Background: an optimization exercise with open tools, aiming at small area, a short achievable clock period and few clock cycles. Do not read the settings as production practice.
The RTL of this run was laid out without a check of its function.

--- flow/config.mk ---
export PLATFORM = sky130hd
export DESIGN_NAME = cmd_rx_check
export DESIGN_NICKNAME = cmd_rx_check
export VERILOG_FILES = /design/flow/design.v
export SDC_FILE = /design/flow/constraint.sdc
export NUM_CORES = 4
export LEC_CHECK = 0
export CAP_MARGIN = 20
export CORE_MARGIN = 2
export CORE_UTILIZATION = 40
export PLACE_DENSITY = 0.6
export SLEW_MARGIN = 20
--- flow/constraint.sdc ---
create_clock -name core_clock -period 11.0 [get_ports {clk}]
set_input_delay 2.2000 -clock core_clock [delete_from_list [all_inputs] [get_ports {clk}]]
set_output_delay 2.2000 -clock core_clock [all_outputs]
set_load 0.01 [all_outputs]
--- flow/design.v ---
module cmd_rx_check (
    input  wire         clk,
    input  wire         rst,           
    input  wire         in_valid,
    output wire         in_ready,
    input  wire [63:0]  in_data,
    input  wire         in_last,
    input  wire [3:0]   in_nbytes,     
    output reg          out_valid,
    output wire [2:0]   out_kind,
    output wire [7:0]   out_status,
    output wire [127:0] out_hdr
);
    localparam [2:0] K_ACCEPT     = 3'd0;
    localparam [2:0] K_RETRANSMIT = 3'd1;
    localparam [2:0] K_REPLY      = 3'd2;
    localparam [2:0] K_EVENT      = 3'd3;
    localparam [2:0] K_DISCARD    = 3'd4;
    localparam [2:0] K_DROP       = 3'd5;
    assign in_ready = 1'b1;
    function [31:0] crc_byte(input [31:0] c, input [7:0] d);
        integer i;
        reg [31:0] x;
        begin
            x = c ^ {24'd0, d};
            for (i = 0; i < 8; i = i + 1)
                x = x[0] ? ((x >> 1) ^ 32'h82F63B78) : (x >> 1);
            crc_byte = x;
        end
    endfunction
    function [31:0] residue(input [3:0] n);
        case (n)
            4'd1:    residue = 32'h552E4907;
            4'd2:    residue = 32'h1C220F94;
            4'd3:    residue = 32'h441A975C;
            4'd4:    residue = 32'h73D74D75;
            4'd5:    residue = 32'h44C19592;
            4'd6:    residue = 32'hA8D58375;
            4'd7:    residue = 32'hBA8D89CA;
            default: residue = 32'hB798B438;
        endcase
    endfunction
    reg         r_v;
    reg         r_last;
    reg [3:0]   r_n;
    reg [63:0]  r_d;
    always @(posedge clk) begin
        if (rst)
            r_v <= 1'b0;
        else
            r_v <= in_valid;
    end
    always @(posedge clk) begin
        r_last <= in_last;
        r_n    <= in_nbytes;
        r_d    <= in_data;
    end
    reg [31:0]  crc;           
    reg [9:0]   bidx;          
    reg [127:0] hdr;           
    integer k;
    reg [63:0] mask;
    always @(*) begin
        for (k = 0; k < 8; k = k + 1)
            mask[8*k +: 8] = (!r_last || k < r_n) ? 8'hFF : 8'h00;
    end
    wire [63:0] md = r_d & mask;
    reg [31:0] crc_next;
    always @(*) begin
        crc_next = crc;
        for (k = 0; k < 8; k = k + 1)
            crc_next = crc_byte(crc_next, md[8*k +: 8]);
    end
    wire b0 = (bidx == 10'd0);
    wire b1 = (bidx == 10'd1);
    always @(posedge clk) begin
        if (rst) begin
            crc  <= 32'hFFFFFFFF;
            bidx <= 10'd0;
        end else if (r_v) begin
            if (r_last) begin
                crc  <= 32'hFFFFFFFF;
                bidx <= 10'd0;
            end else begin
                crc  <= crc_next;
                if (!(bidx[9] && bidx[1]))
                    bidx <= bidx + 10'd1;
            end
        end
    end
    always @(posedge clk) begin
        if (r_v && b0)
            hdr[63:0] <= md;
        if (r_v && (b0 || b1))
            hdr[127:64] <= b1 ? md : 64'd0;
    end
    wire [7:0]  h_version = hdr[7:0];
    wire [15:0] h_seq     = hdr[31:16];
    wire [15:0] h_length  = hdr[47:32];
    wire [7:0]  h_flags   = hdr[55:48];
    wire        h_posted  = h_flags[1];
    wire        crc_ok  = (crc_next == residue(r_n));
    wire [15:0] len19   = h_length + 16'd19;       
    wire [2:0]  nm1     = r_n[2:0] - 3'd1;
    wire        len_ok  = (h_length <= 16'd4080) &&
                          ({6'd0, bidx} == {3'd0, len19[15:3]}) &&
                          (nm1 == len19[2:0]);
    wire        short   = (bidx < 10'd2) || (bidx == 10'd2 && r_n < 4'd4);
    wire        long    = bidx[9] && (bidx[1] || bidx[0] || r_n > 4'd4);
    wire        drop    = short || long;
    wire        bad     = !(crc_ok && len_ok);
    wire        badver  = (h_version != 8'h02);
    reg         have_expected;
    reg [15:0]  expected;
    reg [5:0]   count;         
    reg [31:0]  posted_tab;    
    wire [15:0] back       = expected - h_seq;
    wire        seq_exp    = !have_expected || (back == 16'd0);
    wire        in_history = (back[15:6] == 10'd0) && (back[5:0] <= count);
    wire        hist_post  = posted_tab[h_seq[4:0]];
    reg [2:0] v_kind;
    reg       v_st1, v_st0, v_st3;    
    reg       v_reply;                
    reg       v_pexp;                 
    reg [2:0] kind;
    reg       st1, st0, st3, reply;
    always @(*) begin
        st1 = 1'b0; st0 = 1'b0; st3 = 1'b0; reply = 1'b0;
        if (drop) begin
            kind = K_DROP;
        end else if (bad) begin
            kind = K_REPLY; st1 = 1'b1; reply = 1'b1;
        end else if (badver) begin
            kind = K_REPLY; st1 = 1'b1; st0 = 1'b1; reply = 1'b1;
        end else if (seq_exp) begin
            kind = K_ACCEPT;
        end else if (in_history) begin
            kind = hist_post ? K_DISCARD : K_RETRANSMIT;
        end else begin
            kind = h_posted ? K_EVENT : K_REPLY; st3 = 1'b1; reply = 1'b1;
        end
    end
    always @(posedge clk) begin
        if (rst)
            out_valid <= 1'b0;
        else
            out_valid <= r_v && r_last;
    end
    always @(posedge clk) begin
        v_kind  <= kind;
        v_st1   <= st1;
        v_st0   <= st0;
        v_st3   <= st3;
        v_reply <= reply;
        v_pexp  <= st3;
    end
    wire accept = out_valid && (v_kind == K_ACCEPT);
    always @(posedge clk) begin
        if (rst) begin
            have_expected <= 1'b0;
            expected      <= 16'd0;
            count         <= 6'd0;
        end else if (accept) begin
            have_expected <= 1'b1;
            expected      <= h_seq + 16'd1;
            if (!count[5])
                count <= count + 6'd1;
        end
    end
    always @(posedge clk) begin
        if (accept)
            posted_tab[h_seq[4:0]] <= h_posted;
    end
    wire [7:0] status = {4'd0, v_st3, 1'b0, v_st1, v_st0};
    assign out_kind   = v_kind;
    assign out_status = status;
    wire [7:0] flags_out = v_reply ? ((h_flags & 8'b0000_1101) | 8'b0100_0000)
                                   : h_flags;
    assign out_hdr[7:0]    = v_reply ? 8'h02 : h_version;
    assign out_hdr[31:8]   = hdr[31:8];
    assign out_hdr[47:32]  = v_reply ? 16'd0 : h_length;
    assign out_hdr[55:48]  = flags_out;
    assign out_hdr[63:56]  = v_reply ? status : hdr[63:56];
    assign out_hdr[95:64]  = hdr[95:64];
    assign out_hdr[127:96] = v_pexp ? {16'd0, expected} : hdr[127:96];
endmodule
--- flow/run.sh ---
#!/bin/bash
# synth_recipe.tcl (not shown) runs the flow's synth.tcl, then flattens the netlist and writes it again
# the make line also repeats each setting of config.mk as NAME=value (left out here)
make -C /OpenROAD-flow-scripts/flow DESIGN_CONFIG=/design/flow/config.mk WORK_HOME=/design/flow/orfs CLKGATE_MAP_FILE= SYNTH_SCRIPT=/design/flow/synth_recipe.tcl finish
==> run summary <==
-- worst max path at each step --
| stage | end | startpoint | depth (start not counted) |
|---|---|---|---|
| CTS | v_kind[2]$_SDFF_PP1_ | r_n[1]$_DFF_P_ | 31 |
| global route | v_kind[2]$_SDFF_PP1_ | r_n[1]$_DFF_P_ | 33 |
| finish | v_kind[2]$_SDFF_PP1_ | r_n[1]$_DFF_P_ | 32 |
| global placement | v_kind[2]$_SDFF_PP1_ | r_n[1]$_DFF_P_ | 27 |
| detailed placement | v_kind[2]$_SDFF_PP1_ | r_n[1]$_DFF_P_ | 29 |
| floorplan | v_kind[2]$_SDFF_PP1_ | r_n[0]$_DFF_P_ | 33 |
-- area by class of cell --
| type | instances | area [um2] |
|---|---|---|
| Fill cell | 5535 | 31600 |
| Multi-Input combinational cell | 1648 | 16700 |
| Sequential cell | 302 | 7650 |
| Timing Repair Buffer | 358 | 3250 |
| Tap cell | 837 | 1050 |
| Clock buffer | 44 | 940 |
| Inverter | 98 | 368 |
| Clock inverter | 17 | 208 |
| Antenna cell | 1 | 2.50 |
-- repair_timing --
item,4_1_cts,5_1_grt
resized for setup,8,78
hold buffers,0,0
endpoints found under the hold margin,0,0
pin swaps,0,20
buffers inserted,0,21
endpoints found under the setup margin,2,6
-- cell usage in the layout, fill, tap and decap left out, drive strengths merged, types with 11 or more instances in the layout --
cell type / count
a211oi: 20
a21oi: 37
and2: 18
and3: 24
buf: 152
clkbuf: 44
clkdlybuf4s50: 206
clkinv: 13
dfxtp: 142
edfxtp: 160
ha: 36
inv: 97
mux2: 37
nand2: 171
nand2b: 11
nand3: 22
nand4: 14
nor2: 140
nor2b: 49
nor3: 19
o21ai: 86
xnor2: 463
xnor3: 216
xor2: 144
xor3: 29
-- metrics by stage --
stage / util [%] / TNS, ps / setup slack [ps]
CTS: 47.9 / 0 / 18.7
global route: 48.8 / -61.2 / -61.2
global placement: 45.9 / -70.9 / -70.9
finish: 48.8 / 0 / 427
detailed placement: 45.9 / -187 / -135
floorplan: - / 0 / 451
-- layer usage --
| layer | track usage, % | up-vias | wire length, um |
|---|---|---|---|
| met2 | 39.1 | 511 | 36400 |
| met4 | 6.87 | 2 | 2120 |
| li1 | - | 7834 | - |
| met3 | 3.32 | 104 | 4150 |
| met5 | 0 | - | 13 |
| met1 | 30.6 | 8227 | 32400 |
-- cell families after synthesis --
kind of cell / Yosys count / synth area share (%)
compound gates: 197 / 4.78
flops: 302 / 30.5
mux: 55 / 2.88
other cells: 2 / 0.0300
buf+inv: 232 / 4.72
xor+xnor: 852 / 45.7
fa+ha+maj: 37 / 1.88
simple gates: 501 / 9.47
-- worst min-delay path: stages (launching register included) --
cell and delay, ps:
dfxtp_1 320, nand4_1 70, a21oi_1 60
-- registers in the layout, summed over array words and instances, names as in the netlist, 4 cells and up --
name and count:
bidx 10, count 6, crc 32, expected 16
hdr 128, posted_tab 32, r_d 64, r_n 4
==> flow_summary.json <==
{
  "status": "complete, no violations",
  "crit_path_start_kind": "register",
  "reg2reg_to": "v_kind[2]$_SDFF_PP1_",
  "io_pins": 213,
  "die_area_um2": 64700,
  "min_period_ps": 10570,
  "drive_above_1_share_pct": 16.7,
  "numPortBuffers": 206,
  "yosysTopAreaCell": "edfxtp_1",
  "synth-seq-area-share_pct": 30.5,
  "end_kind": "register",
  "placed_cells": 3221,
  "yosysWarningCount": 1,
  "grt_max_degree": 68,
  "crit_type": "reg2reg",
  "syn_avg_cell_area_um2": 11.5,
  "async_flop_share_pct": 0,
  "hp-class": "reg2reg",
  "place_area_um2": 28400,
  "fmax_ghz": 0.0946,
  "synthCells": 2178,
  "cts-buffers-inserted": 34,
  "fp.dieH_um": 254,
  "slowest_delay_ps": 620,
  "place_congestion": 0.944,
  "reg2reg_from": "r_n[1]$_DFF_P_",
  "row_count": 91,
  "setup_viol": 0,
  "cts_max_level": 2,
  "hold_path.startpoint": "count[3]$_SDFFE_PP0P_",
  "clk_latency_ps": 560,
  "drt_wl_total_um": 75100,
  "crit_buf_inv": 6,
  "crit_fanout": 13,
  "syn_area_um2": 25100,
  "viasPerCell": 5.05,
  "holdPathEnd": "count[5]$_SDFFE_PP0P_",
  "holdWs_ps": 497,
  "finalHoldViolations": 0,
  "grt_pass1_vias": 16986,
  "cts_tree": "yes",
  "grt_util_all_layers_pct": 23.1,
  "drc_errors": 0,
  "synth-main-ff-cell": "edfxtp_1",
  "final_antenna_net_count": 0,
  "maxCapViolations": 0,
  "clockRootBuffer": "clkbuf_16",
  "synth.area.top_cells": "edfxtp_1, xnor3_1, xnor2_1",
  "drt_iter0_drc": 1363,
  "slew_headroom_pct": 33.4,
  "hpwl_um": 60400,
  "crit_family": "XOR/XNOR gates",
  "nets": 2551,
  "netlist_top_cells_count": "xnor2_1, xnor3_1, nand2_1, edfxtp_1, dfxtp_1",
  "initial_utilization_pct": 40.5,
  "synth_top_area_share_pct": 19.2,
  "final_cells": 3305,
  "gr-total-overflow": 0,
  "core_area_um2": 61800,
  "synthMostInstantiatedCell": "xnor2_1",
  "first_pass_iters": 7,
  "worstPathArrival_ps": 11020,
  "tightest_slew_ps": 994,
  "post_drt_wl_per_cell_um": 22.7,
  "cts.clk_slew.worst_paths_ps": 60,
  "clk_path_buf_depth": 3,
  "ys_ff_latch": 302,
  "critical_path.most_common_cell": "xnor3_1",
  "period_share_pct": 96.1,
  "cp_slowest_cell": "or4_4",
  "synth_cell_types": 76,
  "fin_skew_ps": 32.3,
  "fp.dieW_um": 254,
  "drv_slew": 0,
  "grt_pass1_wl_um": 110000,
  "cp.required_ps": 11450,
  "grt_antenna_before_repair": 2,
  "cts_sinks": 302,
  "ff2ff_path_depth": 32,
  "hold_depth": 2,
  "reg2reg_setup_slack_ps": 430,
  "vias": 16678,
  "fin_area_um2": 30200,
  "synth-edff-count": 160,
  "syn_to_final_growth_pct": 20.5
}

port drivers added, routing unchanged:
No port has a modelled driver above. Below, the same layout with a new extraction and two added sets of constraints.
Step 1 sets driving cells, clkbuf_16 on the clock port and buf_2 on the other inputs (assumed; they add their load-dependent delay and slew).
Step 2 also shifts input and output timing later by t, the mid clock arrival at the registers, as if the neighbouring blocks saw the same clock.
Slacks: ideal / step 1 / step 2; pairs: ideal / step 1.
shift t [ns]: 0.605
setup WS [ns]: 0.427 / 0.427 / 0.427
worst register clock-pin slew, ns: 0.07 / 0.07
worst slew at a driven data input, ns: 0.08
pins driven straight from the clock port: 1
After both steps setup and hold are still met in this run. The setup slack of this run moves by 0.000 ns with the drivers and by 0.000 ns with both steps.
